This is an optimization exercise on Yosys and OpenROAD, whose aim is small area, a short achievable clock period and few clock cycles per item, not a production implementation.
In this exercise RTL edits were held to simulation tests only and were not proved equivalent to the original.

zinc:
==> flow/design.v (excerpt) <==
module sector_check (
    input  wire         clk,
    input  wire         rst,
    input  wire         in_valid,
    output wire         in_ready,
    input  wire [63:0]  in_data,
    input  wire         in_mode,
    output reg          out_valid,
    input  wire         out_ready,
    output reg  [127:0] out_data,
    output reg          out_zero
);
Size: ~3600 cells after synthesis, about 420 flip-flops, roughly 200 I/O pins, about 34000 um^2 of cells after synthesis.
export LEC_CHECK = 0
export CAP_MARGIN = 20
export CORE_MARGIN = 2
export CORE_UTILIZATION = 40
export GPL_TIMING_DRIVEN = 1
export SETUP_SLACK_MARGIN = 5
export SLEW_MARGIN = 20
create_clock -name core_clock -period 10.0 [get_ports {clk}]
standard.sh (not shown) runs the stock make flow with config.mk's settings and CLKGATE_MAP_FILE= SYNTH_SCRIPT=/design/flow/synth_recipe.tcl, a recipe that flattens the netlist after the stock synthesis.
==> flow/flow/run.sh <==
#!/bin/bash
set -euo pipefail
bash standard.sh finish SETUP_SLACK_MARGIN=6.6 'BUFFER_PORTS_ARGS=-buffer_cell sky130_fd_sc_hd__buf_2' > orfs_flow.log 2>&1
zinc reached the final stage; the timing, design-rule and antenna checks on its layout passed.
Testbench counts of zinc, summed over its fixed seeds: cycles 11,038, items 320.
What tundra does differently from zinc at the input level:
- GPL_TIMING_DRIVEN no longer set, was 1
- CORE_UTILIZATION now 50, was 40
Notes after the runs:
tundra closes out successfully: all stages finished, all timing, DRC and antenna checks passed. Clock buffer count from CTS was higher in tundra than in zinc. Diff zinc -> tundra | number of global-route vias before repair | up by a few percent. Going from zinc to tundra, proportion of cell area occupied by registers held, worst hold slack went down 0.035 ns. When the final numbers for zinc and tundra were put side by side, the clock-cell share of area turned out to be greater in tundra. The critical path class comes out register to register in one run and register to primary output in the other, namely in tundra and zinc respectively.
Input changes introduced in quartz (baseline for comparison: tundra):
- CORE_UTILIZATION changed from 50 to 40
==> flow/flow/run.sh <==
#!/bin/bash
set -euo pipefail
bash standard.sh finish SETUP_SLACK_MARGIN=5.9 > orfs_flow.log 2>&1
==> comparison <==
- In summary, tundra completed successfully, with a layout that passed the timing, design-rule and antenna checks.
- quartz finished end to end and its layout was clean on timing, DRC and antenna.
- tundra → quartz: sequential share of layout area shows no meaningful change; area of the die shows an increase of 25%; wire length of the first global-routing pass shows a reduction of 3.2%; number of distinct library cells after synthesis shows no meaningful change; core occupancy in the finished layout shows a reduction of 12 points.
- Met2 usage in global routing: quartz < tundra
- Re total of endpoints with negative setup slack in the final report: no difference whatsoever between tundra and quartz.
- Final worst slack: quartz vs tundra down 0.60 ns
diff inputs: quartz => lagoon
==> flow/flow/run.sh <==
#!/bin/bash
set -euo pipefail
bash standard.sh finish SETUP_SLACK_MARGIN=6.3 > orfs_flow.log 2>&1
==> comparison <==
- NOTE: minimum clock period after layout in lagoon falls short of that of quartz
- Proportion of layout cells with a drive suffix above 1: higher on lagoon
- Cell at the slowest stage of the critical path: clkdlybuf4s50_1 -> quartz, and3_4 -> lagoon
- lagoon vs. quartz: depth of the critical timing path with buffers and inverters included dropped 2, fmax climbed about 9%.
For xenon, these inputs were changed with respect to lagoon:
- ABC_AREA: unset -> 1
==> flow/flow/run.sh <==
#!/bin/bash
set -euo pipefail
bash standard.sh finish SETUP_SLACK_MARGIN=6.6 'BUFFER_PORTS_ARGS=-buffer_cell sky130_fd_sc_hd__buf_2' > orfs_flow.log 2>&1
lagoon vs xenon, termination of the worst setup path: out_data[101] vs out_data[4]. Clock network area share delta (lagoon -> xenon): insignificant. In terms of port buffer count, lagoon and xenon differ only marginally. Compared with lagoon, xenon shows a maximum fanout along the worst path that is 62 lower.
Relative to xenon, the following input files were edited for nickel:
- clearing ABC_AREA, which used to be 1
==> flow/flow/run.sh <==
#!/bin/bash
set -euo pipefail
bash standard.sh finish SETUP_SLACK_MARGIN=6.45 'BUFFER_PORTS_ARGS=-buffer_cell sky130_fd_sc_hd__buf_2' > orfs_flow.log 2>&1
[summary]
- register to register as the critical path start-end classification was reported by nickel, and register to primary output by xenon.
- The accumulated negative setup slack was comparable across xenon and nickel.
- Run comparison: xenon start point of the critical path out_data[4]; nickel start point of the critical path u_eng.state[94]
- Of the two values seen for most frequent standard cell in the layout excluding fill and tap cells, nand2_1 was produced by xenon and xnor2_1 by nickel.
- nickel against xenon: maximum frequency fell 10 MHz; number of nets in the layout decreased by 1609 relative to the old numbers; non-clock buffer contribution to total cell area about even.


== violet ==
sector_check again, from the RTL that the note above started with.
==> flow/config.mk <==
export PLATFORM = sky130hd
export DESIGN_NAME = sector_check
export DESIGN_NICKNAME = sector_check
export VERILOG_FILES = /design/flow/design.v
export SDC_FILE = /design/flow/constraint.sdc
export NUM_CORES = 4
export LEC_CHECK = 0
export CAP_MARGIN = 20
export CORE_MARGIN = 2
export CORE_UTILIZATION = 40
export SETUP_SLACK_MARGIN = 5
export SLEW_MARGIN = 20
==> flow/constraint.sdc <==
create_clock -name core_clock -period 10.0 [get_ports {clk}]
set_input_delay 2.0000 -clock core_clock [delete_from_list [all_inputs] [get_ports {clk}]]
set_output_delay 2.0000 -clock core_clock [all_outputs]
set_load 0.01 [all_outputs]
==> flow/flow/run.sh <==
#!/bin/bash
set -euo pipefail
bash standard.sh finish SETUP_SLACK_MARGIN=6.6 'BUFFER_PORTS_ARGS=-buffer_cell sky130_fd_sc_hd__buf_2' > orfs_flow.log 2>&1
Testbench counts of violet, summed over its fixed seeds: cycles 11,038, items 320.
Input-level comparison between cedar and violet:
==> flow/flow/run.sh <==
#!/bin/bash
set -euo pipefail
bash standard.sh finish SETUP_SLACK_MARGIN=6.8 'BUFFER_PORTS_ARGS=-buffer_cell sky130_fd_sc_hd__buf_2' > orfs_flow.log 2>&1
--- outcome ---
- Hold slack (higher): violet
- cedar vs violet — number of clock buffers in the layout climbed by more than 10%
- The run showing the smaller post-route clock period utilization is cedar.
- Lower clock period minus final worst setup slack was reported by cedar, not violet.


main:
Starting RTL as in the previous note.
==> flow/design.v (excerpt) <==
module sector_check (
    input  wire         clk,
    input  wire         rst,
    input  wire         in_valid,
    output wire         in_ready,
    input  wire [63:0]  in_data,
    input  wire         in_mode,
    output reg          out_valid,
    input  wire         out_ready,
    output reg  [127:0] out_data,
    output reg          out_zero
);
==> flow/config.mk <==
export PLATFORM = sky130hd
export DESIGN_NAME = sector_check
export DESIGN_NICKNAME = sector_check
export VERILOG_FILES = /design/flow/design.v
export SDC_FILE = /design/flow/constraint.sdc
export NUM_CORES = 4
export LEC_CHECK = 0
export CAP_MARGIN = 20
export CORE_MARGIN = 2
export CORE_UTILIZATION = 40
export SETUP_SLACK_MARGIN = 5
export SLEW_MARGIN = 20
==> flow/constraint.sdc <==
create_clock -name core_clock -period 10.0 [get_ports {clk}]
set_input_delay 2.0000 -clock core_clock [delete_from_list [all_inputs] [get_ports {clk}]]
set_output_delay 2.0000 -clock core_clock [all_outputs]
set_load 0.01 [all_outputs]
==> flow/flow/run.sh <==
#!/bin/bash
set -euo pipefail
bash standard.sh finish SETUP_SLACK_MARGIN=6.6 > orfs_flow.log 2>&1
main completed end to end with timing, DRC and antenna clean.
Testbench counts of main, summed over its fixed seeds: cycles 11,038, items 320.
Changes in the feature branch relative to main:
# main
export LEC_CHECK = 0
export CAP_MARGIN = 20
export CORE_MARGIN = 2
export CORE_UTILIZATION = 40
export SETUP_SLACK_MARGIN = 5
export SLEW_MARGIN = 20
create_clock -name core_clock -period 10.0 [get_ports {clk}]
# the feature branch
export LEC_CHECK = 0
export CAP_MARGIN = 20
export CORE_MARGIN = 2
export CORE_UTILIZATION = 55
export SETUP_SLACK_MARGIN = 5
export SLEW_MARGIN = 20
create_clock -name core_clock -period 10.0 [get_ports {clk}]
Findings:
Routed wire in the feature branch totals more than in main.
Taking main as 1.0, the feature branch lands at 0.917 on total of clock buffers placed in the layout.
As far as synthesized area goes, main and the feature branch are indistinguishable; the numbers are identical.
The final standard cell count with taps included and fillers excluded of the feature branch is lower than that of main.
The feature branch vs main: count of plain and timing-repair buffers up by a few percent
The feature branch vs main, critical path endpoint: u_eng.state[26] vs u_eng.state[37]
The feature branch vs main: via count up in the feature branch
The feature branch against main: total routing usage reported by global routing rose 13 points, final core area utilization rose 17 points.

==> afterwards: timing with drivers on the ports <==
How much do the figures lean on ideal ports? The routed layouts below were timed once more, with nothing changed but the port constraints. Step 1, drivers: a clkbuf_16 drives clk and a buf_2 each remaining input, both assumed. Step 2 also shifts input and output timing later by t, the mid clock arrival at the registers, as if the neighbouring blocks saw the same clock. a / b / c = no drivers / after step 1 / after step 2; a / b = the first two.
| run | t (ns) | setup WS [ns] | hold WS [ns] | pins driven straight from the clock port |
|---|---|---|---|---|
| zinc | 0.688 | 6.569 / 6.496 / 5.994 | 0.467 / 0.467 / 0.467 | 1 |
| tundra | 0.686 | 6.525 / 6.518 / 5.909 | 0.433 / 0.433 / 0.433 | 1 |
| quartz | 0.682 | 5.923 / 5.971 / 5.288 | 0.429 / 0.429 / 0.429 | 1 |
| lagoon | 0.692 | 6.270 / 6.212 / 5.627 | 0.440 / 0.440 / 0.440 | 1 |
| xenon | 0.710 | 6.562 / 6.495 / 5.951 | 0.478 / 0.478 / 0.478 | 1 |
| nickel | 0.704 | 6.439 / 6.414 / 5.834 | 0.457 / 0.457 / 0.457 | 1 |
| violet | 0.688 | 6.569 / 6.496 / 5.994 | 0.467 / 0.467 / 0.467 | 1 |
| cedar | 0.705 | 6.691 / 6.620 / 6.134 | 0.446 / 0.446 / 0.446 | 1 |
| main | 0.684 | 6.585 / 6.530 / 5.954 | 0.450 / 0.450 / 0.450 | 1 |
| the feature branch | 0.675 | 6.535 / 6.522 / 5.904 | 0.432 / 0.432 / 0.432 | 1 |
After both steps every run listed still meets setup and hold. The setup slack of lagoon, which loses most, moves by -0.058 ns with the drivers and by -0.643 ns with both steps.
